This design comes from an exercise in tuning for small area, a short achievable clock period and few clock cycles on the open sky130 flow, not from production work. In this exercise RTL edits were held to simulation tests only and were not proved equivalent to the original.

==> flow/design.v, too long to show whole: its modules and the start of the top module <==
// module xq_pathvel: 5756 lines
module xq_pathvel (
    input  wire        clk,
    input  wire        rst,
    input  wire        in_valid,
    output wire        in_ready,
    input  wire [31:0] in_tau_up,
    input  wire [31:0] in_tau_down,
    input  wire [31:0] in_zero_off,
    input  wire [31:0] in_k,
    input  wire [31:0] in_len,
    output reg         out_valid,
    output reg         out_ok,
    output reg  [31:0] out_vel,
    output reg  [31:0] out_sos
);
  // ...
==> flow/flow/run.sh <==
#!/bin/bash
# The standard layout (the standard.sh: ORFS on the design's clock period and
# constraints), with the timing repair asked to leave more setup slack than the default, so
# that the resizer also works on paths well inside the 20 ns period.
set -euo pipefail
bash standard.sh SETUP_SLACK_MARGIN=14.5 finish > flow_make.log 2>&1
==> flow/standard.sh <==
#!/bin/bash
# synth_recipe.tcl (not shown) runs the flow's synth.tcl, then flattens the netlist and writes it again
# the make line also repeats each setting of config.mk as NAME=value (left out here)
make -C /OpenROAD-flow-scripts/flow DESIGN_CONFIG=/design/flow/config.mk WORK_HOME=/design/flow/orfs CLKGATE_MAP_FILE= SYNTH_SCRIPT=/design/flow/synth_recipe.tcl "${@:-finish}"
==> flow/config.mk <==
export PLATFORM = sky130hd
export DESIGN_NAME = xq_pathvel
export DESIGN_NICKNAME = xq_pathvel
export VERILOG_FILES = /design/flow/design.v
export SDC_FILE = /design/flow/constraint.sdc
export NUM_CORES = 4
export LEC_CHECK = 0
export CAP_MARGIN = 20
export CORE_MARGIN = 2
export CORE_UTILIZATION = 40
export CTS_CLUSTER_SIZE = 30
export SLEW_MARGIN = 20
==> flow/constraint.sdc <==
create_clock -name core_clock -period 20.0 [get_ports {clk}]
set_input_delay 4.0000 -clock core_clock [delete_from_list [all_inputs] [get_ports {clk}]]
set_output_delay 4.0000 -clock core_clock [all_outputs]
set_load 0.01 [all_outputs]
==> flow_metrics.env, run 1 <==
export IMPL_cp_data_required_time_ns=16.00
export IMPL_dr_first_iter_drc_count=26400
export IMPL_dominant_cells="multi-input gates"
export IMPL_synth_seq_cells=6105
export IMPL_stdcell_area_sq_um=438000
export IMPL_yosysMostFrequentCell="inv_1"
export IMPL_met3_length_mm=104
export IMPL_path_buf_inv=1
export IMPL_maxCapViolCount=0
export IMPL_clkLatencyLatePin_ns=1.19
export IMPL_synthCells=41400
export IMPL_slowest_stage="dfxtp_4"
export IMPL_clkCellAreaFrac_pct=5.38
export IMPL_nNonClkInverters=7687
export IMPL_fin_skew_ns=0.184
export IMPL_fp_dieW_um=992
export IMPL_max_slew_worst_pin_slew_ns=1.32
export IMPL_start_util_pct=40.2
export IMPL_ys_flop_type="dfxtp_1"
export IMPL_seq_share_pct=28.0
export IMPL_layout_common_cells="inv_1 (7638), dfxtp_1 (5867), fa_1 (3874), nand2_1 (2636), a21oi_1 (2166)"
export IMPL_syn_area_sq_um=390000
export IMPL_clkSlewWorstSetupHoldPaths_ns=0.06
export IMPL_drive_gt1_share_pct=8.45
export IMPL_multiInputGateArea_sq_um=233000
export IMPL_design_seq_count=6105
export IMPL_cts_tree="built"
export IMPL_area_growth_syn_to_layout_pct=12.1
export IMPL_reg_top3="s2_pa (78), s2_pb (78)"
export IMPL_dp_hpwl_mm=944
export IMPL_status="timing/DRC/antenna clean"
export IMPL_crit_chain="buf_6"
export IMPL_grt_use_met2_pct=44.4
Testbench counts, summed over its fixed seeds: cycles 1,744.
==> inputs of run 2 (changes only) <==
--- a/flow/design.v
+++ b/flow/design.v
@@ -4479,11 +4479,11 @@
     reg        s4_ok, s4_neg, s4_spv, s4_spc;
     reg [60:0] s4_d;
     reg [64:0] s4_vrs, s4_vrc;
-    reg [1:0] s4_vqp, s4_vqn;
+    reg [2:0] s4_vqd;    
     reg [5:0] s4_vz;
     reg [3:0]  s4_vq;
     reg [64:0] s4_crs, s4_crc;
-    reg [1:0] s4_cqp, s4_cqn;
+    reg [2:0] s4_cqd;    
     reg [9:0] s4_cz;
     reg [3:0]  s4_cq;
     always @(posedge clk) begin
@@ -4494,14 +4494,12 @@
         s4_d <= s3_d;
         s4_vrs <= v1_ns;
         s4_vrc <= v1_nc;
-        s4_vqp <= {v1_p2, v1_p1};
-        s4_vqn <= {v1_n2, v1_n1};
+        s4_vqd <= {v1_n2 | v1_n1, v1_p2 | v1_n2, v1_p1 | v1_n1};
         s4_vz <= {s3_x[5], s3_x[4], s3_x[3], s3_x[2], s3_x[1], s3_x[0]};
         s4_vq <= {v2_d_p2, v2_d_p1, v2_d_n1, v2_d_n2};
         s4_crs <= c1_ns;
         s4_crc <= c1_nc;
-        s4_cqp <= {c1_p2, c1_p1};
-        s4_cqn <= {c1_n2, c1_n1};
+        s4_cqd <= {c1_n2 | c1_n1, c1_p2 | c1_n2, c1_p1 | c1_n1};
         s4_cz <= {s3_y[9], s3_y[8], s3_y[7], s3_y[6], s3_y[5], s3_y[4], s3_y[3], s3_y[2], s3_y[1], s3_y[0]};
         s4_cq <= {c2_d_p2, c2_d_p1, c2_d_n1, c2_d_n2};
     end
@@ -4594,10 +4592,10 @@
     reg        s5_ok, s5_neg, s5_spv, s5_spc;
     reg [60:0] s5_d;
     reg [64:0] s5_vrs, s5_vrc;
-    reg [5:0] s5_vqp, s5_vqn;
+    reg [8:0] s5_vqd;    
     reg [1:0] s5_vz;
     reg [64:0] s5_crs, s5_crc;
-    reg [5:0] s5_cqp, s5_cqn;
+    reg [8:0] s5_cqd;    
     reg [5:0] s5_cz;
     always @(posedge clk) begin
         s5_ok <= s4_ok;
@@ -4607,13 +4605,11 @@
         s5_d <= s4_d;
         s5_vrs <= v3_ns;
         s5_vrc <= v3_nc;
-        s5_vqp <= {s4_vqp[1], s4_vqp[0], v2_p2, v2_p1, v3_p2, v3_p1};
-        s5_vqn <= {s4_vqn[1], s4_vqn[0], v2_n2, v2_n1, v3_n2, v3_n1};
+        s5_vqd <= {s4_vqd[2], s4_vqd[1], s4_vqd[0], v2_n2 | v2_n1, v2_p2 | v2_n2, v2_p1 | v2_n1, v3_n2 | v3_n1, v3_p2 | v3_n2, v3_p1 | v3_n1};
         s5_vz <= {s4_vz[1], s4_vz[0]};
         s5_crs <= c3_ns;
         s5_crc <= c3_nc;
-        s5_cqp <= {s4_cqp[1], s4_cqp[0], c2_p2, c2_p1, c3_p2, c3_p1};
-        s5_cqn <= {s4_cqn[1], s4_cqn[0], c2_n2, c2_n1, c3_n2, c3_n1};
+        s5_cqd <= {s4_cqd[2], s4_cqd[1], s4_cqd[0], c2_n2 | c2_n1, c2_p2 | c2_n2, c2_p1 | c2_n1, c3_n2 | c3_n1, c3_p2 | c3_n2, c3_p1 | c3_n1};
         s5_cz <= {s4_cz[5], s4_cz[4], s4_cz[3], s4_cz[2], s4_cz[1], s4_cz[0]};
     end
     wire [64:0] D6 = {3'b000, 1'b1, s5_d};
@@ -4703,10 +4699,10 @@
     reg        s6_ok, s6_neg, s6_spv, s6_spc;
     reg [60:0] s6_d;
     reg [64:0] s6_vrs, s6_vrc;
-    reg [7:0] s6_vqp, s6_vqn;
+    reg [11:0] s6_vqd;    
     reg [3:0]  s6_vq;
     reg [64:0] s6_crs, s6_crc;
-    reg [7:0] s6_cqp, s6_cqn;
+    reg [11:0] s6_cqd;    
     reg [3:0] s6_cz;
     reg [3:0]  s6_cq;
     always @(posedge clk) begin
@@ -4717,13 +4713,11 @@
         s6_d <= s5_d;
         s6_vrs <= v4_ns;
         s6_vrc <= v4_nc;
-        s6_vqp <= {s5_vqp[5], s5_vqp[4], s5_vqp[3], s5_vqp[2], s5_vqp[1], s5_vqp[0], v4_p2, v4_p1};
-        s6_vqn <= {s5_vqn[5], s5_vqn[4], s5_vqn[3], s5_vqn[2], s5_vqn[1], s5_vqn[0], v4_n2, v4_n1};
+        s6_vqd <= {s5_vqd[8], s5_vqd[7], s5_vqd[6], s5_vqd[5], s5_vqd[4], s5_vqd[3], s5_vqd[2], s5_vqd[1], s5_vqd[0], v4_n2 | v4_n1, v4_p2 | v4_n2, v4_p1 | v4_n1};
         s6_vq <= {v5_d_p2, v5_d_p1, v5_d_n1, v5_d_n2};
         s6_crs <= c4_ns;
         s6_crc <= c4_nc;
-        s6_cqp <= {s5_cqp[5], s5_cqp[4], s5_cqp[3], s5_cqp[2], s5_cqp[1], s5_cqp[0], c4_p2, c4_p1};
-        s6_cqn <= {s5_cqn[5], s5_cqn[4], s5_cqn[3], s5_cqn[2], s5_cqn[1], s5_cqn[0], c4_n2, c4_n1};
+        s6_cqd <= {s5_cqd[8], s5_cqd[7], s5_cqd[6], s5_cqd[5], s5_cqd[4], s5_cqd[3], s5_cqd[2], s5_cqd[1], s5_cqd[0], c4_n2 | c4_n1, c4_p2 | c4_n2, c4_p1 | c4_n1};
         s6_cz <= {s5_cz[3], s5_cz[2], s5_cz[1], s5_cz[0]};
         s6_cq <= {c5_d_p2, c5_d_p1, c5_d_n1, c5_d_n2};
     end
@@ -4816,9 +4810,9 @@
     reg        s7_ok, s7_neg, s7_spv, s7_spc;
     reg [60:0] s7_d;
     reg [64:0] s7_vrs, s7_vrc;
-    reg [11:0] s7_vqp, s7_vqn;
+    reg [17:0] s7_vqd;    
     reg [64:0] s7_crs, s7_crc;
-    reg [11:0] s7_cqp, s7_cqn;
+    reg [17:0] s7_cqd;    
     always @(posedge clk) begin
         s7_ok <= s6_ok;
         s7_neg <= s6_neg;
@@ -4827,12 +4821,10 @@
         s7_d <= s6_d;
         s7_vrs <= v6_ns;
         s7_vrc <= v6_nc;
-        s7_vqp <= {s6_vqp[7], s6_vqp[6], s6_vqp[5], s6_vqp[4], s6_vqp[3], s6_vqp[2], s6_vqp[1], s6_vqp[0], v5_p2, v5_p1, v6_p2, v6_p1};
-        s7_vqn <= {s6_vqn[7], s6_vqn[6], s6_vqn[5], s6_vqn[4], s6_vqn[3], s6_vqn[2], s6_vqn[1], s6_vqn[0], v5_n2, v5_n1, v6_n2, v6_n1};
+        s7_vqd <= {s6_vqd[11], s6_vqd[10], s6_vqd[9], s6_vqd[8], s6_vqd[7], s6_vqd[6], s6_vqd[5], s6_vqd[4], s6_vqd[3], s6_vqd[2], s6_vqd[1], s6_vqd[0], v5_n2 | v5_n1, v5_p2 | v5_n2, v5_p1 | v5_n1, v6_n2 | v6_n1, v6_p2 | v6_n2, v6_p1 | v6_n1};
         s7_crs <= c6_ns;
         s7_crc <= c6_nc;
-        s7_cqp <= {s6_cqp[7], s6_cqp[6], s6_cqp[5], s6_cqp[4], s6_cqp[3], s6_cqp[2], s6_cqp[1], s6_cqp[0], c5_p2, c5_p1, c6_p2, c6_p1};
-        s7_cqn <= {s6_cqn[7], s6_cqn[6], s6_cqn[5], s6_cqn[4], s6_cqn[3], s6_cqn[2], s6_cqn[1], s6_cqn[0], c5_n2, c5_n1, c6_n2, c6_n1};
+        s7_cqd <= {s6_cqd[11], s6_cqd[10], s6_cqd[9], s6_cqd[8], s6_cqd[7], s6_cqd[6], s6_cqd[5], s6_cqd[4], s6_cqd[3], s6_cqd[2], s6_cqd[1], s6_cqd[0], c5_n2 | c5_n1, c5_p2 | c5_n2, c5_p1 | c5_n1, c6_n2 | c6_n1, c6_p2 | c6_n2, c6_p1 | c6_n1};
     end
     wire [64:0] D8 = {3'b000, 1'b1, s7_d};
     wire [64:0] E8 = {2'b00, 1'b1, s7_d, 1'b0};    
@@ -4921,10 +4913,10 @@
     reg        s8_ok, s8_neg, s8_spv, s8_spc;
     reg [60:0] s8_d;
     reg [64:0] s8_vrs, s8_vrc;
-    reg [13:0] s8_vqp, s8_vqn;
+    reg [20:0] s8_vqd;    
     reg [3:0]  s8_vq;
     reg [64:0] s8_crs, s8_crc;
-    reg [13:0] s8_cqp, s8_cqn;
+    reg [20:0] s8_cqd;    
     reg [3:0]  s8_cq;
     always @(posedge clk) begin
         s8_ok <= s7_ok;
@@ -4934,13 +4926,11 @@
         s8_d <= s7_d;
         s8_vrs <= v7_ns;
         s8_vrc <= v7_nc;
-        s8_vqp <= {s7_vqp[11], s7_vqp[10], s7_vqp[9], s7_vqp[8], s7_vqp[7], s7_vqp[6], s7_vqp[5], s7_vqp[4], s7_vqp[3], s7_vqp[2], s7_vqp[1], s7_vqp[0], v7_p2, v7_p1};
-        s8_vqn <= {s7_vqn[11], s7_vqn[10], s7_vqn[9], s7_vqn[8], s7_vqn[7], s7_vqn[6], s7_vqn[5], s7_vqn[4], s7_vqn[3], s7_vqn[2], s7_vqn[1], s7_vqn[0], v7_n2, v7_n1};
+        s8_vqd <= {s7_vqd[17], s7_vqd[16], s7_vqd[15], s7_vqd[14], s7_vqd[13], s7_vqd[12], s7_vqd[11], s7_vqd[10], s7_vqd[9], s7_vqd[8], s7_vqd[7], s7_vqd[6], s7_vqd[5], s7_vqd[4], s7_vqd[3], s7_vqd[2], s7_vqd[1], s7_vqd[0], v7_n2 | v7_n1, v7_p2 | v7_n2, v7_p1 | v7_n1};
         s8_vq <= {v8_d_p2, v8_d_p1, v8_d_n1, v8_d_n2};
         s8_crs <= c7_ns;
         s8_crc <= c7_nc;
-        s8_cqp <= {s7_cqp[11], s7_cqp[10], s7_cqp[9], s7_cqp[8], s7_cqp[7], s7_cqp[6], s7_cqp[5], s7_cqp[4], s7_cqp[3], s7_cqp[2], s7_cqp[1], s7_cqp[0], c7_p2, c7_p1};
-        s8_cqn <= {s7_cqn[11], s7_cqn[10], s7_cqn[9], s7_cqn[8], s7_cqn[7], s7_cqn[6], s7_cqn[5], s7_cqn[4], s7_cqn[3], s7_cqn[2], s7_cqn[1], s7_cqn[0], c7_n2, c7_n1};
+        s8_cqd <= {s7_cqd[17], s7_cqd[16], s7_cqd[15], s7_cqd[14], s7_cqd[13], s7_cqd[12], s7_cqd[11], s7_cqd[10], s7_cqd[9], s7_cqd[8], s7_cqd[7], s7_cqd[6], s7_cqd[5], s7_cqd[4], s7_cqd[3], s7_cqd[2], s7_cqd[1], s7_cqd[0], c7_n2 | c7_n1, c7_p2 | c7_n2, c7_p1 | c7_n1};
         s8_cq <= {c8_d_p2, c8_d_p1, c8_d_n1, c8_d_n2};
     end
     wire [64:0] D9 = {3'b000, 1'b1, s8_d};
@@ -5032,9 +5022,9 @@
     reg        s9_ok, s9_neg, s9_spv, s9_spc;
     reg [60:0] s9_d;
     reg [64:0] s9_vrs, s9_vrc;
-    reg [17:0] s9_vqp, s9_vqn;
+    reg [26:0] s9_vqd;    
     reg [64:0] s9_crs, s9_crc;
-    reg [17:0] s9_cqp, s9_cqn;
+    reg [26:0] s9_cqd;    
     always @(posedge clk) begin
         s9_ok <= s8_ok;
         s9_neg <= s8_neg;
@@ -5043,12 +5033,10 @@
         s9_d <= s8_d;
         s9_vrs <= v9_ns;
         s9_vrc <= v9_nc;
-        s9_vqp <= {s8_vqp[13], s8_vqp[12], s8_vqp[11], s8_vqp[10], s8_vqp[9], s8_vqp[8], s8_vqp[7], s8_vqp[6], s8_vqp[5], s8_vqp[4], s8_vqp[3], s8_vqp[2], s8_vqp[1], s8_vqp[0], v8_p2, v8_p1, v9_p2, v9_p1};
-        s9_vqn <= {s8_vqn[13], s8_vqn[12], s8_vqn[11], s8_vqn[10], s8_vqn[9], s8_vqn[8], s8_vqn[7], s8_vqn[6], s8_vqn[5], s8_vqn[4], s8_vqn[3], s8_vqn[2], s8_vqn[1], s8_vqn[0], v8_n2, v8_n1, v9_n2, v9_n1};
+        s9_vqd <= {s8_vqd[20], s8_vqd[19], s8_vqd[18], s8_vqd[17], s8_vqd[16], s8_vqd[15], s8_vqd[14], s8_vqd[13], s8_vqd[12], s8_vqd[11], s8_vqd[10], s8_vqd[9], s8_vqd[8], s8_vqd[7], s8_vqd[6], s8_vqd[5], s8_vqd[4], s8_vqd[3], s8_vqd[2], s8_vqd[1], s8_vqd[0], v8_n2 | v8_n1, v8_p2 | v8_n2, v8_p1 | v8_n1, v9_n2 | v9_n1, v9_p2 | v9_n2, v9_p1 | v9_n1};
         s9_crs <= c9_ns;
         s9_crc <= c9_nc;
-        s9_cqp <= {s8_cqp[13], s8_cqp[12], s8_cqp[11], s8_cqp[10], s8_cqp[9], s8_cqp[8], s8_cqp[7], s8_cqp[6], s8_cqp[5], s8_cqp[4], s8_cqp[3], s8_cqp[2], s8_cqp[1], s8_cqp[0], c8_p2, c8_p1, c9_p2, c9_p1};
-        s9_cqn <= {s8_cqn[13], s8_cqn[12], s8_cqn[11], s8_cqn[10], s8_cqn[9], s8_cqn[8], s8_cqn[7], s8_cqn[6], s8_cqn[5], s8_cqn[4], s8_cqn[3], s8_cqn[2], s8_cqn[1], s8_cqn[0], c8_n2, c8_n1, c9_n2, c9_n1};
+        s9_cqd <= {s8_cqd[20], s8_cqd[19], s8_cqd[18], s8_cqd[17], s8_cqd[16], s8_cqd[15], s8_cqd[14], s8_cqd[13], s8_cqd[12], s8_cqd[11], s8_cqd[10], s8_cqd[9], s8_cqd[8], s8_cqd[7], s8_cqd[6], s8_cqd[5], s8_cqd[4], s8_cqd[3], s8_cqd[2], s8_cqd[1], s8_cqd[0], c8_n2 | c8_n1, c8_p2 | c8_n2, c8_p1 | c8_n1, c9_n2 | c9_n1, c9_p2 | c9_n2, c9_p1 | c9_n1};
     end
     wire [64:0] D10 = {3'b000, 1'b1, s9_d};
     wire [64:0] E10 = {2'b00, 1'b1, s9_d, 1'b0};    
@@ -5137,10 +5125,10 @@
     reg        s10_ok, s10_neg, s10_spv, s10_spc;
     reg [60:0] s10_d;
     reg [64:0] s10_vrs, s10_vrc;
-    reg [19:0] s10_vqp, s10_vqn;
+    reg [29:0] s10_vqd;    
     reg [3:0]  s10_vq;
     reg [64:0] s10_crs, s10_crc;
-    reg [19:0] s10_cqp, s10_cqn;
+    reg [29:0] s10_cqd;    
     reg [3:0]  s10_cq;
     always @(posedge clk) begin
         s10_ok <= s9_ok;
@@ -5150,13 +5138,11 @@
         s10_d <= s9_d;
         s10_vrs <= v10_ns;
         s10_vrc <= v10_nc;
-        s10_vqp <= {s9_vqp[17], s9_vqp[16], s9_vqp[15], s9_vqp[14], s9_vqp[13], s9_vqp[12], s9_vqp[11], s9_vqp[10], s9_vqp[9], s9_vqp[8], s9_vqp[7], s9_vqp[6], s9_vqp[5], s9_vqp[4], s9_vqp[3], s9_vqp[2], s9_vqp[1], s9_vqp[0], v10_p2, v10_p1};
-        s10_vqn <= {s9_vqn[17], s9_vqn[16], s9_vqn[15], s9_vqn[14], s9_vqn[13], s9_vqn[12], s9_vqn[11], s9_vqn[10], s9_vqn[9], s9_vqn[8], s9_vqn[7], s9_vqn[6], s9_vqn[5], s9_vqn[4], s9_vqn[3], s9_vqn[2], s9_vqn[1], s9_vqn[0], v10_n2, v10_n1};
+        s10_vqd <= {s9_vqd[26], s9_vqd[25], s9_vqd[24], s9_vqd[23], s9_vqd[22], s9_vqd[21], s9_vqd[20], s9_vqd[19], s9_vqd[18], s9_vqd[17], s9_vqd[16], s9_vqd[15], s9_vqd[14], s9_vqd[13], s9_vqd[12], s9_vqd[11], s9_vqd[10], s9_vqd[9], s9_vqd[8], s9_vqd[7], s9_vqd[6], s9_vqd[5], s9_vqd[4], s9_vqd[3], s9_vqd[2], s9_vqd[1], s9_vqd[0], v10_n2 | v10_n1, v10_p2 | v10_n2, v10_p1 | v10_n1};
         s10_vq <= {v11_d_p2, v11_d_p1, v11_d_n1, v11_d_n2};
         s10_crs <= c10_ns;
         s10_crc <= c10_nc;
-        s10_cqp <= {s9_cqp[17], s9_cqp[16], s9_cqp[15], s9_cqp[14], s9_cqp[13], s9_cqp[12], s9_cqp[11], s9_cqp[10], s9_cqp[9], s9_cqp[8], s9_cqp[7], s9_cqp[6], s9_cqp[5], s9_cqp[4], s9_cqp[3], s9_cqp[2], s9_cqp[1], s9_cqp[0], c10_p2, c10_p1};
-        s10_cqn <= {s9_cqn[17], s9_cqn[16], s9_cqn[15], s9_cqn[14], s9_cqn[13], s9_cqn[12], s9_cqn[11], s9_cqn[10], s9_cqn[9], s9_cqn[8], s9_cqn[7], s9_cqn[6], s9_cqn[5], s9_cqn[4], s9_cqn[3], s9_cqn[2], s9_cqn[1], s9_cqn[0], c10_n2, c10_n1};
+        s10_cqd <= {s9_cqd[26], s9_cqd[25], s9_cqd[24], s9_cqd[23], s9_cqd[22], s9_cqd[21], s9_cqd[20], s9_cqd[19], s9_cqd[18], s9_cqd[17], s9_cqd[16], s9_cqd[15], s9_cqd[14], s9_cqd[13], s9_cqd[12], s9_cqd[11], s9_cqd[10], s9_cqd[9], s9_cqd[8], s9_cqd[7], s9_cqd[6], s9_cqd[5], s9_cqd[4], s9_cqd[3], s9_cqd[2], s9_cqd[1], s9_cqd[0], c10_n2 | c10_n1, c10_p2 | c10_n2, c10_p1 | c10_n1};
         s10_cq <= {c11_d_p2, c11_d_p1, c11_d_n1, c11_d_n2};
     end
     wire [64:0] D11 = {3'b000, 1'b1, s10_d};
@@ -5248,9 +5234,9 @@
     reg        s11_ok, s11_neg, s11_spv, s11_spc;
     reg [60:0] s11_d;
     reg [64:0] s11_vrs, s11_vrc;
-    reg [23:0] s11_vqp, s11_vqn;
+    reg [35:0] s11_vqd;    
     reg [64:0] s11_crs, s11_crc;
-    reg [23:0] s11_cqp, s11_cqn;
+    reg [35:0] s11_cqd;    
     always @(posedge clk) begin
         s11_ok <= s10_ok;
         s11_neg <= s10_neg;
@@ -5259,12 +5245,10 @@
         s11_d <= s10_d;
         s11_vrs <= v12_ns;
         s11_vrc <= v12_nc;
-        s11_vqp <= {s10_vqp[19], s10_vqp[18], s10_vqp[17], s10_vqp[16], s10_vqp[15], s10_vqp[14], s10_vqp[13], s10_vqp[12], s10_vqp[11], s10_vqp[10], s10_vqp[9], s10_vqp[8], s10_vqp[7], s10_vqp[6], s10_vqp[5], s10_vqp[4], s10_vqp[3], s10_vqp[2], s10_vqp[1], s10_vqp[0], v11_p2, v11_p1, v12_p2, v12_p1};
-        s11_vqn <= {s10_vqn[19], s10_vqn[18], s10_vqn[17], s10_vqn[16], s10_vqn[15], s10_vqn[14], s10_vqn[13], s10_vqn[12], s10_vqn[11], s10_vqn[10], s10_vqn[9], s10_vqn[8], s10_vqn[7], s10_vqn[6], s10_vqn[5], s10_vqn[4], s10_vqn[3], s10_vqn[2], s10_vqn[1], s10_vqn[0], v11_n2, v11_n1, v12_n2, v12_n1};
+        s11_vqd <= {s10_vqd[29], s10_vqd[28], s10_vqd[27], s10_vqd[26], s10_vqd[25], s10_vqd[24], s10_vqd[23], s10_vqd[22], s10_vqd[21], s10_vqd[20], s10_vqd[19], s10_vqd[18], s10_vqd[17], s10_vqd[16], s10_vqd[15], s10_vqd[14], s10_vqd[13], s10_vqd[12], s10_vqd[11], s10_vqd[10], s10_vqd[9], s10_vqd[8], s10_vqd[7], s10_vqd[6], s10_vqd[5], s10_vqd[4], s10_vqd[3], s10_vqd[2], s10_vqd[1], s10_vqd[0], v11_n2 | v11_n1, v11_p2 | v11_n2, v11_p1 | v11_n1, v12_n2 | v12_n1, v12_p2 | v12_n2, v12_p1 | v12_n1};
         s11_crs <= c12_ns;
         s11_crc <= c12_nc;
-        s11_cqp <= {s10_cqp[19], s10_cqp[18], s10_cqp[17], s10_cqp[16], s10_cqp[15], s10_cqp[14], s10_cqp[13], s10_cqp[12], s10_cqp[11], s10_cqp[10], s10_cqp[9], s10_cqp[8], s10_cqp[7], s10_cqp[6], s10_cqp[5], s10_cqp[4], s10_cqp[3], s10_cqp[2], s10_cqp[1], s10_cqp[0], c11_p2, c11_p1, c12_p2, c12_p1};
-        s11_cqn <= {s10_cqn[19], s10_cqn[18], s10_cqn[17], s10_cqn[16], s10_cqn[15], s10_cqn[14], s10_cqn[13], s10_cqn[12], s10_cqn[11], s10_cqn[10], s10_cqn[9], s10_cqn[8], s10_cqn[7], s10_cqn[6], s10_cqn[5], s10_cqn[4], s10_cqn[3], s10_cqn[2], s10_cqn[1], s10_cqn[0], c11_n2, c11_n1, c12_n2, c12_n1};
+        s11_cqd <= {s10_cqd[29], s10_cqd[28], s10_cqd[27], s10_cqd[26], s10_cqd[25], s10_cqd[24], s10_cqd[23], s10_cqd[22], s10_cqd[21], s10_cqd[20], s10_cqd[19], s10_cqd[18], s10_cqd[17], s10_cqd[16], s10_cqd[15], s10_cqd[14], s10_cqd[13], s10_cqd[12], s10_cqd[11], s10_cqd[10], s10_cqd[9], s10_cqd[8], s10_cqd[7], s10_cqd[6], s10_cqd[5], s10_cqd[4], s10_cqd[3], s10_cqd[2], s10_cqd[1], s10_cqd[0], c11_n2 | c11_n1, c11_p2 | c11_n2, c11_p1 | c11_n1, c12_n2 | c12_n1, c12_p2 | c12_n2, c12_p1 | c12_n1};
     end
     wire [64:0] D12 = {3'b000, 1'b1, s11_d};
     wire [64:0] E12 = {2'b00, 1'b1, s11_d, 1'b0};    
@@ -5353,10 +5337,10 @@
     reg        s12_ok, s12_neg, s12_spv, s12_spc;
     reg [60:0] s12_d;
     reg [64:0] s12_vrs, s12_vrc;
-    reg [25:0] s12_vqp, s12_vqn;
+    reg [38:0] s12_vqd;    
     reg [3:0]  s12_vq;
     reg [64:0] s12_crs, s12_crc;
-    reg [25:0] s12_cqp, s12_cqn;
+    reg [38:0] s12_cqd;    
     reg [3:0]  s12_cq;
     always @(posedge clk) begin
         s12_ok <= s11_ok;
@@ -5366,13 +5350,11 @@
         s12_d <= s11_d;
         s12_vrs <= v13_ns;
         s12_vrc <= v13_nc;
-        s12_vqp <= {s11_vqp[23], s11_vqp[22], s11_vqp[21], s11_vqp[20], s11_vqp[19], s11_vqp[18], s11_vqp[17], s11_vqp[16], s11_vqp[15], s11_vqp[14], s11_vqp[13], s11_vqp[12], s11_vqp[11], s11_vqp[10], s11_vqp[9], s11_vqp[8], s11_vqp[7], s11_vqp[6], s11_vqp[5], s11_vqp[4], s11_vqp[3], s11_vqp[2], s11_vqp[1], s11_vqp[0], v13_p2, v13_p1};
-        s12_vqn <= {s11_vqn[23], s11_vqn[22], s11_vqn[21], s11_vqn[20], s11_vqn[19], s11_vqn[18], s11_vqn[17], s11_vqn[16], s11_vqn[15], s11_vqn[14], s11_vqn[13], s11_vqn[12], s11_vqn[11], s11_vqn[10], s11_vqn[9], s11_vqn[8], s11_vqn[7], s11_vqn[6], s11_vqn[5], s11_vqn[4], s11_vqn[3], s11_vqn[2], s11_vqn[1], s11_vqn[0], v13_n2, v13_n1};
+        s12_vqd <= {s11_vqd[35], s11_vqd[34], s11_vqd[33], s11_vqd[32], s11_vqd[31], s11_vqd[30], s11_vqd[29], s11_vqd[28], s11_vqd[27], s11_vqd[26], s11_vqd[25], s11_vqd[24], s11_vqd[23], s11_vqd[22], s11_vqd[21], s11_vqd[20], s11_vqd[19], s11_vqd[18], s11_vqd[17], s11_vqd[16], s11_vqd[15], s11_vqd[14], s11_vqd[13], s11_vqd[12], s11_vqd[11], s11_vqd[10], s11_vqd[9], s11_vqd[8], s11_vqd[7], s11_vqd[6], s11_vqd[5], s11_vqd[4], s11_vqd[3], s11_vqd[2], s11_vqd[1], s11_vqd[0], v13_n2 | v13_n1, v13_p2 | v13_n2, v13_p1 | v13_n1};
         s12_vq <= {v14_d_p2, v14_d_p1, v14_d_n1, v14_d_n2};
         s12_crs <= c13_ns;
         s12_crc <= c13_nc;
-        s12_cqp <= {s11_cqp[23], s11_cqp[22], s11_cqp[21], s11_cqp[20], s11_cqp[19], s11_cqp[18], s11_cqp[17], s11_cqp[16], s11_cqp[15], s11_cqp[14], s11_cqp[13], s11_cqp[12], s11_cqp[11], s11_cqp[10], s11_cqp[9], s11_cqp[8], s11_cqp[7], s11_cqp[6], s11_cqp[5], s11_cqp[4], s11_cqp[3], s11_cqp[2], s11_cqp[1], s11_cqp[0], c13_p2, c13_p1};
-        s12_cqn <= {s11_cqn[23], s11_cqn[22], s11_cqn[21], s11_cqn[20], s11_cqn[19], s11_cqn[18], s11_cqn[17], s11_cqn[16], s11_cqn[15], s11_cqn[14], s11_cqn[13], s11_cqn[12], s11_cqn[11], s11_cqn[10], s11_cqn[9], s11_cqn[8], s11_cqn[7], s11_cqn[6], s11_cqn[5], s11_cqn[4], s11_cqn[3], s11_cqn[2], s11_cqn[1], s11_cqn[0], c13_n2, c13_n1};
+        s12_cqd <= {s11_cqd[35], s11_cqd[34], s11_cqd[33], s11_cqd[32], s11_cqd[31], s11_cqd[30], s11_cqd[29], s11_cqd[28], s11_cqd[27], s11_cqd[26], s11_cqd[25], s11_cqd[24], s11_cqd[23], s11_cqd[22], s11_cqd[21], s11_cqd[20], s11_cqd[19], s11_cqd[18], s11_cqd[17], s11_cqd[16], s11_cqd[15], s11_cqd[14], s11_cqd[13], s11_cqd[12], s11_cqd[11], s11_cqd[10], s11_cqd[9], s11_cqd[8], s11_cqd[7], s11_cqd[6], s11_cqd[5], s11_cqd[4], s11_cqd[3], s11_cqd[2], s11_cqd[1], s11_cqd[0], c13_n2 | c13_n1, c13_p2 | c13_n2, c13_p1 | c13_n1};
         s12_cq <= {c14_d_p2, c14_d_p1, c14_d_n1, c14_d_n2};
     end
     wire [64:0] D13 = {3'b000, 1'b1, s12_d};
@@ -5464,9 +5446,9 @@
     reg        s13_ok, s13_neg, s13_spv, s13_spc;
     reg [60:0] s13_d;
     reg [64:0] s13_vrs, s13_vrc;
-    reg [29:0] s13_vqp, s13_vqn;
+    reg [44:0] s13_vqd;    
     reg [64:0] s13_crs, s13_crc;
-    reg [29:0] s13_cqp, s13_cqn;
+    reg [44:0] s13_cqd;    
     always @(posedge clk) begin
         s13_ok <= s12_ok;
         s13_neg <= s12_neg;
@@ -5475,12 +5457,10 @@
         s13_d <= s12_d;
         s13_vrs <= v15_ns;
         s13_vrc <= v15_nc;
-        s13_vqp <= {s12_vqp[25], s12_vqp[24], s12_vqp[23], s12_vqp[22], s12_vqp[21], s12_vqp[20], s12_vqp[19], s12_vqp[18], s12_vqp[17], s12_vqp[16], s12_vqp[15], s12_vqp[14], s12_vqp[13], s12_vqp[12], s12_vqp[11], s12_vqp[10], s12_vqp[9], s12_vqp[8], s12_vqp[7], s12_vqp[6], s12_vqp[5], s12_vqp[4], s12_vqp[3], s12_vqp[2], s12_vqp[1], s12_vqp[0], v14_p2, v14_p1, v15_p2, v15_p1};
-        s13_vqn <= {s12_vqn[25], s12_vqn[24], s12_vqn[23], s12_vqn[22], s12_vqn[21], s12_vqn[20], s12_vqn[19], s12_vqn[18], s12_vqn[17], s12_vqn[16], s12_vqn[15], s12_vqn[14], s12_vqn[13], s12_vqn[12], s12_vqn[11], s12_vqn[10], s12_vqn[9], s12_vqn[8], s12_vqn[7], s12_vqn[6], s12_vqn[5], s12_vqn[4], s12_vqn[3], s12_vqn[2], s12_vqn[1], s12_vqn[0], v14_n2, v14_n1, v15_n2, v15_n1};
+        s13_vqd <= {s12_vqd[38], s12_vqd[37], s12_vqd[36], s12_vqd[35], s12_vqd[34], s12_vqd[33], s12_vqd[32], s12_vqd[31], s12_vqd[30], s12_vqd[29], s12_vqd[28], s12_vqd[27], s12_vqd[26], s12_vqd[25], s12_vqd[24], s12_vqd[23], s12_vqd[22], s12_vqd[21], s12_vqd[20], s12_vqd[19], s12_vqd[18], s12_vqd[17], s12_vqd[16], s12_vqd[15], s12_vqd[14], s12_vqd[13], s12_vqd[12], s12_vqd[11], s12_vqd[10], s12_vqd[9], s12_vqd[8], s12_vqd[7], s12_vqd[6], s12_vqd[5], s12_vqd[4], s12_vqd[3], s12_vqd[2], s12_vqd[1], s12_vqd[0], v14_n2 | v14_n1, v14_p2 | v14_n2, v14_p1 | v14_n1, v15_n2 | v15_n1, v15_p2 | v15_n2, v15_p1 | v15_n1};
         s13_crs <= c15_ns;
         s13_crc <= c15_nc;
-        s13_cqp <= {s12_cqp[25], s12_cqp[24], s12_cqp[23], s12_cqp[22], s12_cqp[21], s12_cqp[20], s12_cqp[19], s12_cqp[18], s12_cqp[17], s12_cqp[16], s12_cqp[15], s12_cqp[14], s12_cqp[13], s12_cqp[12], s12_cqp[11], s12_cqp[10], s12_cqp[9], s12_cqp[8], s12_cqp[7], s12_cqp[6], s12_cqp[5], s12_cqp[4], s12_cqp[3], s12_cqp[2], s12_cqp[1], s12_cqp[0], c14_p2, c14_p1, c15_p2, c15_p1};
-        s13_cqn <= {s12_cqn[25], s12_cqn[24], s12_cqn[23], s12_cqn[22], s12_cqn[21], s12_cqn[20], s12_cqn[19], s12_cqn[18], s12_cqn[17], s12_cqn[16], s12_cqn[15], s12_cqn[14], s12_cqn[13], s12_cqn[12], s12_cqn[11], s12_cqn[10], s12_cqn[9], s12_cqn[8], s12_cqn[7], s12_cqn[6], s12_cqn[5], s12_cqn[4], s12_cqn[3], s12_cqn[2], s12_cqn[1], s12_cqn[0], c14_n2, c14_n1, c15_n2, c15_n1};
+        s13_cqd <= {s12_cqd[38], s12_cqd[37], s12_cqd[36], s12_cqd[35], s12_cqd[34], s12_cqd[33], s12_cqd[32], s12_cqd[31], s12_cqd[30], s12_cqd[29], s12_cqd[28], s12_cqd[27], s12_cqd[26], s12_cqd[25], s12_cqd[24], s12_cqd[23], s12_cqd[22], s12_cqd[21], s12_cqd[20], s12_cqd[19], s12_cqd[18], s12_cqd[17], s12_cqd[16], s12_cqd[15], s12_cqd[14], s12_cqd[13], s12_cqd[12], s12_cqd[11], s12_cqd[10], s12_cqd[9], s12_cqd[8], s12_cqd[7], s12_cqd[6], s12_cqd[5], s12_cqd[4], s12_cqd[3], s12_cqd[2], s12_cqd[1], s12_cqd[0], c14_n2 | c14_n1, c14_p2 | c14_n2, c14_p1 | c14_n1, c15_n2 | c15_n1, c15_p2 | c15_n2, c15_p1 | c15_n1};
     end
     wire [64:0] D14 = {3'b000, 1'b1, s13_d};
     wire [64:0] E14 = {2'b00, 1'b1, s13_d, 1'b0};    
@@ -5569,10 +5549,10 @@
     reg        s14_ok, s14_neg, s14_spv, s14_spc;
     reg [60:0] s14_d;
     reg [64:0] s14_vrs, s14_vrc;
-    reg [31:0] s14_vqp, s14_vqn;
+    reg [47:0] s14_vqd;    
     reg [3:0]  s14_vq;
     reg [64:0] s14_crs, s14_crc;
-    reg [31:0] s14_cqp, s14_cqn;
+    reg [47:0] s14_cqd;    
     reg [3:0]  s14_cq;
     always @(posedge clk) begin
         s14_ok <= s13_ok;
@@ -5582,13 +5562,11 @@
         s14_d <= s13_d;
         s14_vrs <= v16_ns;
         s14_vrc <= v16_nc;
-        s14_vqp <= {s13_vqp[29], s13_vqp[28], s13_vqp[27], s13_vqp[26], s13_vqp[25], s13_vqp[24], s13_vqp[23], s13_vqp[22], s13_vqp[21], s13_vqp[20], s13_vqp[19], s13_vqp[18], s13_vqp[17], s13_vqp[16], s13_vqp[15], s13_vqp[14], s13_vqp[13], s13_vqp[12], s13_vqp[11], s13_vqp[10], s13_vqp[9], s13_vqp[8], s13_vqp[7], s13_vqp[6], s13_vqp[5], s13_vqp[4], s13_vqp[3], s13_vqp[2], s13_vqp[1], s13_vqp[0], v16_p2, v16_p1};
-        s14_vqn <= {s13_vqn[29], s13_vqn[28], s13_vqn[27], s13_vqn[26], s13_vqn[25], s13_vqn[24], s13_vqn[23], s13_vqn[22], s13_vqn[21], s13_vqn[20], s13_vqn[19], s13_vqn[18], s13_vqn[17], s13_vqn[16], s13_vqn[15], s13_vqn[14], s13_vqn[13], s13_vqn[12], s13_vqn[11], s13_vqn[10], s13_vqn[9], s13_vqn[8], s13_vqn[7], s13_vqn[6], s13_vqn[5], s13_vqn[4], s13_vqn[3], s13_vqn[2], s13_vqn[1], s13_vqn[0], v16_n2, v16_n1};
+        s14_vqd <= {s13_vqd[44], s13_vqd[43], s13_vqd[42], s13_vqd[41], s13_vqd[40], s13_vqd[39], s13_vqd[38], s13_vqd[37], s13_vqd[36], s13_vqd[35], s13_vqd[34], s13_vqd[33], s13_vqd[32], s13_vqd[31], s13_vqd[30], s13_vqd[29], s13_vqd[28], s13_vqd[27], s13_vqd[26], s13_vqd[25], s13_vqd[24], s13_vqd[23], s13_vqd[22], s13_vqd[21], s13_vqd[20], s13_vqd[19], s13_vqd[18], s13_vqd[17], s13_vqd[16], s13_vqd[15], s13_vqd[14], s13_vqd[13], s13_vqd[12], s13_vqd[11], s13_vqd[10], s13_vqd[9], s13_vqd[8], s13_vqd[7], s13_vqd[6], s13_vqd[5], s13_vqd[4], s13_vqd[3], s13_vqd[2], s13_vqd[1], s13_vqd[0], v16_n2 | v16_n1, v16_p2 | v16_n2, v16_p1 | v16_n1};
         s14_vq <= {v17_d_p2, v17_d_p1, v17_d_n1, v17_d_n2};
         s14_crs <= c16_ns;
         s14_crc <= c16_nc;
-        s14_cqp <= {s13_cqp[29], s13_cqp[28], s13_cqp[27], s13_cqp[26], s13_cqp[25], s13_cqp[24], s13_cqp[23], s13_cqp[22], s13_cqp[21], s13_cqp[20], s13_cqp[19], s13_cqp[18], s13_cqp[17], s13_cqp[16], s13_cqp[15], s13_cqp[14], s13_cqp[13], s13_cqp[12], s13_cqp[11], s13_cqp[10], s13_cqp[9], s13_cqp[8], s13_cqp[7], s13_cqp[6], s13_cqp[5], s13_cqp[4], s13_cqp[3], s13_cqp[2], s13_cqp[1], s13_cqp[0], c16_p2, c16_p1};
-        s14_cqn <= {s13_cqn[29], s13_cqn[28], s13_cqn[27], s13_cqn[26], s13_cqn[25], s13_cqn[24], s13_cqn[23], s13_cqn[22], s13_cqn[21], s13_cqn[20], s13_cqn[19], s13_cqn[18], s13_cqn[17], s13_cqn[16], s13_cqn[15], s13_cqn[14], s13_cqn[13], s13_cqn[12], s13_cqn[11], s13_cqn[10], s13_cqn[9], s13_cqn[8], s13_cqn[7], s13_cqn[6], s13_cqn[5], s13_cqn[4], s13_cqn[3], s13_cqn[2], s13_cqn[1], s13_cqn[0], c16_n2, c16_n1};
+        s14_cqd <= {s13_cqd[44], s13_cqd[43], s13_cqd[42], s13_cqd[41], s13_cqd[40], s13_cqd[39], s13_cqd[38], s13_cqd[37], s13_cqd[36], s13_cqd[35], s13_cqd[34], s13_cqd[33], s13_cqd[32], s13_cqd[31], s13_cqd[30], s13_cqd[29], s13_cqd[28], s13_cqd[27], s13_cqd[26], s13_cqd[25], s13_cqd[24], s13_cqd[23], s13_cqd[22], s13_cqd[21], s13_cqd[20], s13_cqd[19], s13_cqd[18], s13_cqd[17], s13_cqd[16], s13_cqd[15], s13_cqd[14], s13_cqd[13], s13_cqd[12], s13_cqd[11], s13_cqd[10], s13_cqd[9], s13_cqd[8], s13_cqd[7], s13_cqd[6], s13_cqd[5], s13_cqd[4], s13_cqd[3], s13_cqd[2], s13_cqd[1], s13_cqd[0], c16_n2 | c16_n1, c16_p2 | c16_n2, c16_p1 | c16_n1};
         s14_cq <= {c17_d_p2, c17_d_p1, c17_d_n1, c17_d_n2};
     end
     wire [64:0] D15 = {3'b000, 1'b1, s14_d};
@@ -5680,9 +5658,9 @@
     reg        s15_ok, s15_neg, s15_spv, s15_spc;
     reg [64:0] s15_vdd;
     reg [64:0] s15_vrs, s15_vrc;
-    reg [35:0] s15_vqp, s15_vqn;
+    reg [53:0] s15_vqd;    
     reg [64:0] s15_crs, s15_crc;
-    reg [35:0] s15_cqp, s15_cqn;
+    reg [53:0] s15_cqd;    
     always @(posedge clk) begin
         s15_ok <= s14_ok;
         s15_neg <= s14_neg;
@@ -5691,12 +5669,10 @@
         s15_vdd <= D15;
         s15_vrs <= v18_ns;
         s15_vrc <= v18_nc;
-        s15_vqp <= {s14_vqp[31], s14_vqp[30], s14_vqp[29], s14_vqp[28], s14_vqp[27], s14_vqp[26], s14_vqp[25], s14_vqp[24], s14_vqp[23], s14_vqp[22], s14_vqp[21], s14_vqp[20], s14_vqp[19], s14_vqp[18], s14_vqp[17], s14_vqp[16], s14_vqp[15], s14_vqp[14], s14_vqp[13], s14_vqp[12], s14_vqp[11], s14_vqp[10], s14_vqp[9], s14_vqp[8], s14_vqp[7], s14_vqp[6], s14_vqp[5], s14_vqp[4], s14_vqp[3], s14_vqp[2], s14_vqp[1], s14_vqp[0], v17_p2, v17_p1, v18_p2, v18_p1};
-        s15_vqn <= {s14_vqn[31], s14_vqn[30], s14_vqn[29], s14_vqn[28], s14_vqn[27], s14_vqn[26], s14_vqn[25], s14_vqn[24], s14_vqn[23], s14_vqn[22], s14_vqn[21], s14_vqn[20], s14_vqn[19], s14_vqn[18], s14_vqn[17], s14_vqn[16], s14_vqn[15], s14_vqn[14], s14_vqn[13], s14_vqn[12], s14_vqn[11], s14_vqn[10], s14_vqn[9], s14_vqn[8], s14_vqn[7], s14_vqn[6], s14_vqn[5], s14_vqn[4], s14_vqn[3], s14_vqn[2], s14_vqn[1], s14_vqn[0], v17_n2, v17_n1, v18_n2, v18_n1};
+        s15_vqd <= {s14_vqd[47], s14_vqd[46], s14_vqd[45], s14_vqd[44], s14_vqd[43], s14_vqd[42], s14_vqd[41], s14_vqd[40], s14_vqd[39], s14_vqd[38], s14_vqd[37], s14_vqd[36], s14_vqd[35], s14_vqd[34], s14_vqd[33], s14_vqd[32], s14_vqd[31], s14_vqd[30], s14_vqd[29], s14_vqd[28], s14_vqd[27], s14_vqd[26], s14_vqd[25], s14_vqd[24], s14_vqd[23], s14_vqd[22], s14_vqd[21], s14_vqd[20], s14_vqd[19], s14_vqd[18], s14_vqd[17], s14_vqd[16], s14_vqd[15], s14_vqd[14], s14_vqd[13], s14_vqd[12], s14_vqd[11], s14_vqd[10], s14_vqd[9], s14_vqd[8], s14_vqd[7], s14_vqd[6], s14_vqd[5], s14_vqd[4], s14_vqd[3], s14_vqd[2], s14_vqd[1], s14_vqd[0], v17_n2 | v17_n1, v17_p2 | v17_n2, v17_p1 | v17_n1, v18_n2 | v18_n1, v18_p2 | v18_n2, v18_p1 | v18_n1};
         s15_crs <= c18_ns;
         s15_crc <= c18_nc;
-        s15_cqp <= {s14_cqp[31], s14_cqp[30], s14_cqp[29], s14_cqp[28], s14_cqp[27], s14_cqp[26], s14_cqp[25], s14_cqp[24], s14_cqp[23], s14_cqp[22], s14_cqp[21], s14_cqp[20], s14_cqp[19], s14_cqp[18], s14_cqp[17], s14_cqp[16], s14_cqp[15], s14_cqp[14], s14_cqp[13], s14_cqp[12], s14_cqp[11], s14_cqp[10], s14_cqp[9], s14_cqp[8], s14_cqp[7], s14_cqp[6], s14_cqp[5], s14_cqp[4], s14_cqp[3], s14_cqp[2], s14_cqp[1], s14_cqp[0], c17_p2, c17_p1, c18_p2, c18_p1};
-        s15_cqn <= {s14_cqn[31], s14_cqn[30], s14_cqn[29], s14_cqn[28], s14_cqn[27], s14_cqn[26], s14_cqn[25], s14_cqn[24], s14_cqn[23], s14_cqn[22], s14_cqn[21], s14_cqn[20], s14_cqn[19], s14_cqn[18], s14_cqn[17], s14_cqn[16], s14_cqn[15], s14_cqn[14], s14_cqn[13], s14_cqn[12], s14_cqn[11], s14_cqn[10], s14_cqn[9], s14_cqn[8], s14_cqn[7], s14_cqn[6], s14_cqn[5], s14_cqn[4], s14_cqn[3], s14_cqn[2], s14_cqn[1], s14_cqn[0], c17_n2, c17_n1, c18_n2, c18_n1};
+        s15_cqd <= {s14_cqd[47], s14_cqd[46], s14_cqd[45], s14_cqd[44], s14_cqd[43], s14_cqd[42], s14_cqd[41], s14_cqd[40], s14_cqd[39], s14_cqd[38], s14_cqd[37], s14_cqd[36], s14_cqd[35], s14_cqd[34], s14_cqd[33], s14_cqd[32], s14_cqd[31], s14_cqd[30], s14_cqd[29], s14_cqd[28], s14_cqd[27], s14_cqd[26], s14_cqd[25], s14_cqd[24], s14_cqd[23], s14_cqd[22], s14_cqd[21], s14_cqd[20], s14_cqd[19], s14_cqd[18], s14_cqd[17], s14_cqd[16], s14_cqd[15], s14_cqd[14], s14_cqd[13], s14_cqd[12], s14_cqd[11], s14_cqd[10], s14_cqd[9], s14_cqd[8], s14_cqd[7], s14_cqd[6], s14_cqd[5], s14_cqd[4], s14_cqd[3], s14_cqd[2], s14_cqd[1], s14_cqd[0], c17_n2 | c17_n1, c17_p2 | c17_n2, c17_p1 | c17_n1, c18_n2 | c18_n1, c18_p2 | c18_n2, c18_p1 | c18_n1};
     end
     wire [64:0] f_vr = s15_vrs + s15_vrc;
     wire [64:0] f_cr = s15_crs + s15_crc;
@@ -5704,8 +5680,12 @@
     wire [64:0] f_t1s = s15_vrs ^ s15_vrc ^ s15_vdd;
     wire [64:0] f_t1c = {((s15_vrs[63:0] & s15_vrc[63:0]) | (s15_vdd[63:0] & (s15_vrs[63:0] ^ s15_vrc[63:0]))), 1'b0};
     wire        f_vz1 = (f_t1s ^ f_t1c) == {f_t1s[63:0] | f_t1c[63:0], 1'b0};
-    wire [35:0] f_vq = s15_vqp - s15_vqn;
-    wire [35:0] f_cq = s15_cqp - s15_cqn;
+    wire [35:0] f_vqp = {s15_vqd[52] & ~s15_vqd[53], s15_vqd[51] & ~s15_vqd[53], s15_vqd[49] & ~s15_vqd[50], s15_vqd[48] & ~s15_vqd[50], s15_vqd[46] & ~s15_vqd[47], s15_vqd[45] & ~s15_vqd[47], s15_vqd[43] & ~s15_vqd[44], s15_vqd[42] & ~s15_vqd[44], s15_vqd[40] & ~s15_vqd[41], s15_vqd[39] & ~s15_vqd[41], s15_vqd[37] & ~s15_vqd[38], s15_vqd[36] & ~s15_vqd[38], s15_vqd[34] & ~s15_vqd[35], s15_vqd[33] & ~s15_vqd[35], s15_vqd[31] & ~s15_vqd[32], s15_vqd[30] & ~s15_vqd[32], s15_vqd[28] & ~s15_vqd[29], s15_vqd[27] & ~s15_vqd[29], s15_vqd[25] & ~s15_vqd[26], s15_vqd[24] & ~s15_vqd[26], s15_vqd[22] & ~s15_vqd[23], s15_vqd[21] & ~s15_vqd[23], s15_vqd[19] & ~s15_vqd[20], s15_vqd[18] & ~s15_vqd[20], s15_vqd[16] & ~s15_vqd[17], s15_vqd[15] & ~s15_vqd[17], s15_vqd[13] & ~s15_vqd[14], s15_vqd[12] & ~s15_vqd[14], s15_vqd[10] & ~s15_vqd[11], s15_vqd[9] & ~s15_vqd[11], s15_vqd[7] & ~s15_vqd[8], s15_vqd[6] & ~s15_vqd[8], s15_vqd[4] & ~s15_vqd[5], s15_vqd[3] & ~s15_vqd[5], s15_vqd[1] & ~s15_vqd[2], s15_vqd[0] & ~s15_vqd[2]};
+    wire [35:0] f_vqn = {s15_vqd[52] & s15_vqd[53], s15_vqd[51] & s15_vqd[53], s15_vqd[49] & s15_vqd[50], s15_vqd[48] & s15_vqd[50], s15_vqd[46] & s15_vqd[47], s15_vqd[45] & s15_vqd[47], s15_vqd[43] & s15_vqd[44], s15_vqd[42] & s15_vqd[44], s15_vqd[40] & s15_vqd[41], s15_vqd[39] & s15_vqd[41], s15_vqd[37] & s15_vqd[38], s15_vqd[36] & s15_vqd[38], s15_vqd[34] & s15_vqd[35], s15_vqd[33] & s15_vqd[35], s15_vqd[31] & s15_vqd[32], s15_vqd[30] & s15_vqd[32], s15_vqd[28] & s15_vqd[29], s15_vqd[27] & s15_vqd[29], s15_vqd[25] & s15_vqd[26], s15_vqd[24] & s15_vqd[26], s15_vqd[22] & s15_vqd[23], s15_vqd[21] & s15_vqd[23], s15_vqd[19] & s15_vqd[20], s15_vqd[18] & s15_vqd[20], s15_vqd[16] & s15_vqd[17], s15_vqd[15] & s15_vqd[17], s15_vqd[13] & s15_vqd[14], s15_vqd[12] & s15_vqd[14], s15_vqd[10] & s15_vqd[11], s15_vqd[9] & s15_vqd[11], s15_vqd[7] & s15_vqd[8], s15_vqd[6] & s15_vqd[8], s15_vqd[4] & s15_vqd[5], s15_vqd[3] & s15_vqd[5], s15_vqd[1] & s15_vqd[2], s15_vqd[0] & s15_vqd[2]};
+    wire [35:0] f_cqp = {s15_cqd[52] & ~s15_cqd[53], s15_cqd[51] & ~s15_cqd[53], s15_cqd[49] & ~s15_cqd[50], s15_cqd[48] & ~s15_cqd[50], s15_cqd[46] & ~s15_cqd[47], s15_cqd[45] & ~s15_cqd[47], s15_cqd[43] & ~s15_cqd[44], s15_cqd[42] & ~s15_cqd[44], s15_cqd[40] & ~s15_cqd[41], s15_cqd[39] & ~s15_cqd[41], s15_cqd[37] & ~s15_cqd[38], s15_cqd[36] & ~s15_cqd[38], s15_cqd[34] & ~s15_cqd[35], s15_cqd[33] & ~s15_cqd[35], s15_cqd[31] & ~s15_cqd[32], s15_cqd[30] & ~s15_cqd[32], s15_cqd[28] & ~s15_cqd[29], s15_cqd[27] & ~s15_cqd[29], s15_cqd[25] & ~s15_cqd[26], s15_cqd[24] & ~s15_cqd[26], s15_cqd[22] & ~s15_cqd[23], s15_cqd[21] & ~s15_cqd[23], s15_cqd[19] & ~s15_cqd[20], s15_cqd[18] & ~s15_cqd[20], s15_cqd[16] & ~s15_cqd[17], s15_cqd[15] & ~s15_cqd[17], s15_cqd[13] & ~s15_cqd[14], s15_cqd[12] & ~s15_cqd[14], s15_cqd[10] & ~s15_cqd[11], s15_cqd[9] & ~s15_cqd[11], s15_cqd[7] & ~s15_cqd[8], s15_cqd[6] & ~s15_cqd[8], s15_cqd[4] & ~s15_cqd[5], s15_cqd[3] & ~s15_cqd[5], s15_cqd[1] & ~s15_cqd[2], s15_cqd[0] & ~s15_cqd[2]};
+    wire [35:0] f_cqn = {s15_cqd[52] & s15_cqd[53], s15_cqd[51] & s15_cqd[53], s15_cqd[49] & s15_cqd[50], s15_cqd[48] & s15_cqd[50], s15_cqd[46] & s15_cqd[47], s15_cqd[45] & s15_cqd[47], s15_cqd[43] & s15_cqd[44], s15_cqd[42] & s15_cqd[44], s15_cqd[40] & s15_cqd[41], s15_cqd[39] & s15_cqd[41], s15_cqd[37] & s15_cqd[38], s15_cqd[36] & s15_cqd[38], s15_cqd[34] & s15_cqd[35], s15_cqd[33] & s15_cqd[35], s15_cqd[31] & s15_cqd[32], s15_cqd[30] & s15_cqd[32], s15_cqd[28] & s15_cqd[29], s15_cqd[27] & s15_cqd[29], s15_cqd[25] & s15_cqd[26], s15_cqd[24] & s15_cqd[26], s15_cqd[22] & s15_cqd[23], s15_cqd[21] & s15_cqd[23], s15_cqd[19] & s15_cqd[20], s15_cqd[18] & s15_cqd[20], s15_cqd[16] & s15_cqd[17], s15_cqd[15] & s15_cqd[17], s15_cqd[13] & s15_cqd[14], s15_cqd[12] & s15_cqd[14], s15_cqd[10] & s15_cqd[11], s15_cqd[9] & s15_cqd[11], s15_cqd[7] & s15_cqd[8], s15_cqd[6] & s15_cqd[8], s15_cqd[4] & s15_cqd[5], s15_cqd[3] & s15_cqd[5], s15_cqd[1] & s15_cqd[2], s15_cqd[0] & s15_cqd[2]};
+    wire [35:0] f_vq = f_vqp - f_vqn;
+    wire [35:0] f_cq = f_cqp - f_cqn;
     reg        s16_ok, s16_neg, s16_spv, s16_spc, s16_vn, s16_cn, s16_vz;
     reg [35:0] s16_vq, s16_cq;
     always @(posedge clk) begin
--- a/flow/config.mk
+++ b/flow/config.mk
@@ -7,6 +7,7 @@
 export LEC_CHECK = 0
 export CAP_MARGIN = 20
 export CORE_MARGIN = 2
-export CORE_UTILIZATION = 40
+export CORE_UTILIZATION = 55
 export CTS_CLUSTER_SIZE = 30
+export PLACE_DENSITY = 0.65
 export SLEW_MARGIN = 20
==> run 2 against run 1 <==
Die area down 28%; setup slack improved by 0.15 ns; maximum frequency is 2.7% higher; global-route usage rose by 6.5 points; sequential share of layout area is 0.18 points lower; flip-flop and latch count fell by 204; utilization is 16 points higher; via count down 1.1%; final cell count fell by 6.5%; synthesized cell count grew 0.79%; synthesized area shrank 0.94%.
==> flow_metrics.env, run 2 <==
export IMPL_yosysTopAreaCellShare_pct=30.6
export IMPL_area_growth_syn_to_layout_pct=10.2
export IMPL_reg_top3="s2_pa (78), s2_pb (78)"
export IMPL_hold_viol_final=0
export IMPL_cts_max_path_buffers=4
export IMPL_io_pins=230
export IMPL_maxCapViolCount=0
export IMPL_max_slew_worst_pin_slew_ns=1.26
export IMPL_cp_data_required_time_ns=16.00
export IMPL_core_rowCount=307
export IMPL_grt_max_degree=138
export IMPL_path_buf_inv=1
export IMPL_layout_common_cells="inv_1 (7503), dfxtp_1 (5639), fa_1 (3870), nor2_1 (2409), nand2_1 (2251)"
export IMPL_synth_net_count=47800
export IMPL_rsz0062_at_grt="true"
export IMPL_drive_gt1_share_pct=8.29
export IMPL_ys_top_cells_by_area="dfxtp_1 (31%), fa_1 (20%), inv_1 (7.3%), ha_1 (6.6%), mux2i_1 (4.6%)"
export IMPL_fp_coreArea_sq_um=700000
export IMPL_crit_path_start_kind="register"
export IMPL_cts_num_sinks=5901
export IMPL_ys_seq_area_share_pct=30.6
export IMPL_synth_warnings=1
export IMPL_grt_pass1_vias=298000
export IMPL_fin_tns_setup_ns=0
export IMPL_synthCells=41700
export IMPL_antenna_found_initial=51
export IMPL_crit_chain="buf_2"
export IMPL_critical_path_max_stage_delay_ns=0.31
export IMPL_min_period_ns=5.60
export IMPL_ant_nets=0
export IMPL_dieArea_sq_um=710000
export IMPL_vias=289000
export IMPL_clkLatencyLatePin_ns=1.18
export IMPL_numPortBuffers=229
export IMPL_crit_type="reg2out"
export IMPL_synth_edf_count=0
export IMPL_synthArstFlopShare_pct=0
export IMPL_viasPerCell=5.75
export IMPL_dr_first_iter_drc_count=27300
export IMPL_grt_ovfl_total=0
export IMPL_yosysMostFrequentCell="inv_1"
export IMPL_grt_pass1_wl_mm=1850
export IMPL_min_path_type="reg2reg"
export IMPL_fin_skew_ns=0.0844
export IMPL_dp_hpwl_mm=868
export IMPL_synth_cell_types=111
export IMPL_grtUsageTotal_pct=33.4
export IMPL_gp_congestion=0.970
export IMPL_wl_mm=1230
export IMPL_synthTopCellsByCount="inv_1 (7549), dfxtp_1 (5901), fa_1 (3908), clkbuf_1 (2668), nor2_1 (2440)"
export IMPL_min_period_over_period_pct=28.0
export IMPL_synth_seq_cells=5901
export IMPL_slowest_stage="dfxtp_1"
export IMPL_arrival_ns=1.60
export IMPL_drv_slew=0
export IMPL_firstDrtPassIters=10
export IMPL_critical_path_top_delay_family="flip-flops"
export IMPL_crit_path_end_kind="output port"
export IMPL_fp_dieW_um=842
export IMPL_die_h_um=842
export IMPL_clkSlewWorstSetupHoldPaths_ns=0.06
export IMPL_layout_commonest_cell="inv_1"
export IMPL_synth_area_per_cell_sq_um=9.27
export IMPL_drc=0
export IMPL_syn_area_sq_um=387000
export IMPL_maxSlewHeadroom_pct=15.8
export IMPL_cts_tree="built"
export IMPL_cts_root_buf="clkbuf_16"
export IMPL_yosys_area_top_type="dfxtp_1"
export IMPL_cts_htree_levels=6
export IMPL_ctsHoldBuffers=0
export IMPL_start_util_pct=55.2
export IMPL_cp_max_fo=1
export IMPL_r2r_slack_ns=14.46
export IMPL_wl_per_cell_um=24.5
export IMPL_max_freq_ghz=0.179
export IMPL_final_net_count=46500
export IMPL_setup_viol=0
export IMPL_cts_buffers=640
export IMPL_status="timing/DRC/antenna clean"
export IMPL_ys_flop_type="dfxtp_1"
-- run 2: what timing repair did --
action	CTS	global route
resized for setup	947	619
setup endpoints to repair	1845	1358
setup buffers	148	166
cloned	41	31
pin swaps	185	270
-- run 2: path summary, 6_finish.rpt --
kind,startpoint,cells after the start,to
max,out_vel[3],1,out_vel[3]
min,s8_cqd[4],0,s9_cqd[10]
max reg2reg,c13_rs[56],24,s12_cq[1]
min reg2reg,s8_cqd[4],0,s9_cqd[10]
-- run 2: routing by layer --
metal / up-vias / share of wire, % / GRT usage (%) / routed length [um]
met5: - / 0.014 / 0.00666 / 171
met4: 26 / 6.8 / 18.1 / 84300
met2: 13900 / 46 / 54.2 / 564000
met3: 3859 / 8.0 / 5.90 / 99100
met1: 141000 / 39 / 42.5 / 485000
li1: 130000 / - / - / -
-- run 2: cell families (layout without fill, tap and decap cells) --
family | count (synthesis) | count (layout) | synth area share (%)
adders and majority gates | 5952 | 5952 | 26.8
and+or+nand+nor | 6622 | 6631 | 7.66
AOI/OAI and AO/OA | 8046 | 8050 | 13.4
other | 0 | 62 | 0
DFF | 5901 | 5901 | 30.6
xor gates and xnor gates | 2708 | 2708 | 6.14
buffers and inverters | 10600 | 9798 | 10.3
muxes | 1916 | 1916 | 5.10
-- run 2: per-stage QoR --
stage	hold slack [ns]	area, sq um	util, %	worst slack, ns	std cells
2_1_floorplan	0.310	387000	-	14.49	41700
6_report	0.306	426000	60.9	14.40	50300
3_3_place_gp	0.310	394000	56.3	12.75	48700
3_5_place_dp	0.312	394000	56.3	12.92	48700
4_1_cts	0.291	421000	60.2	14.28	50000
5_1_grt	0.310	426000	60.9	14.30	50300
-- run 2: layout make-up --
class	count	area, sq um
flip-flops and latches	5901	119000
diodes	62	155
well taps	9270	11600
repair inverters	3	17.5
repair buffers	1056	11300
clock inverters	327	4700
inverters	7569	28500
fillers	59100	274000
clock buffers	843	18100
multi-input cells	25300	233000
-- run 2: worst reg2reg max path, cell delays in order, from the launching register on --
cell,delay (ns)
dfxtp_4,0.37
ha_4,0.16
inv_2,0.04
fa_2,0.55
inv_4,0.06
ha_4,0.21
a21o_1,0.17
a21o_1,0.17
a21oi_2,0.20
nor2b_4,0.06
o31a_4,0.33
buf_8,0.17
o21ai_0,0.20
o211ai_1,0.15
fa_1,0.53
ha_2,0.24
fa_2,0.63
buf_6,0.13
ha_4,0.18
a21o_1,0.17
a21o_1,0.16
a21oi_2,0.14
nor2b_1,0.06
o21a_1,0.20
and3_4,0.16
Testbench counts of run 2, summed over its fixed seeds: cycles 1,744.

==> afterwards: timing with drivers on the ports <==
In the flow no input, the clock included, has a driving cell. The finished layouts below were timed again as built, in two steps. Step 1 sets driving cells, clkbuf_16 on the clock port and buf_2 on the other inputs (assumed; they add their load-dependent delay and slew). Step 2 moves the port delays by t, midway between the first and last clock arrival at a register: inputs arrive t later, outputs are due t later. That takes back most of the time a late clock gives input paths. a / b / c = ideal ports / drivers / drivers and shift; a / b = the first two.
run | shift t [ns] | setup slack, ns | worst slew at a driven data input, ns
run 1 | 1.249 | 14.255 / 14.108 / 14.454 | 0.10
run 2 | 1.282 | 14.404 / 14.255 / 14.461 | 0.07
After both steps every run listed still meets setup and hold.
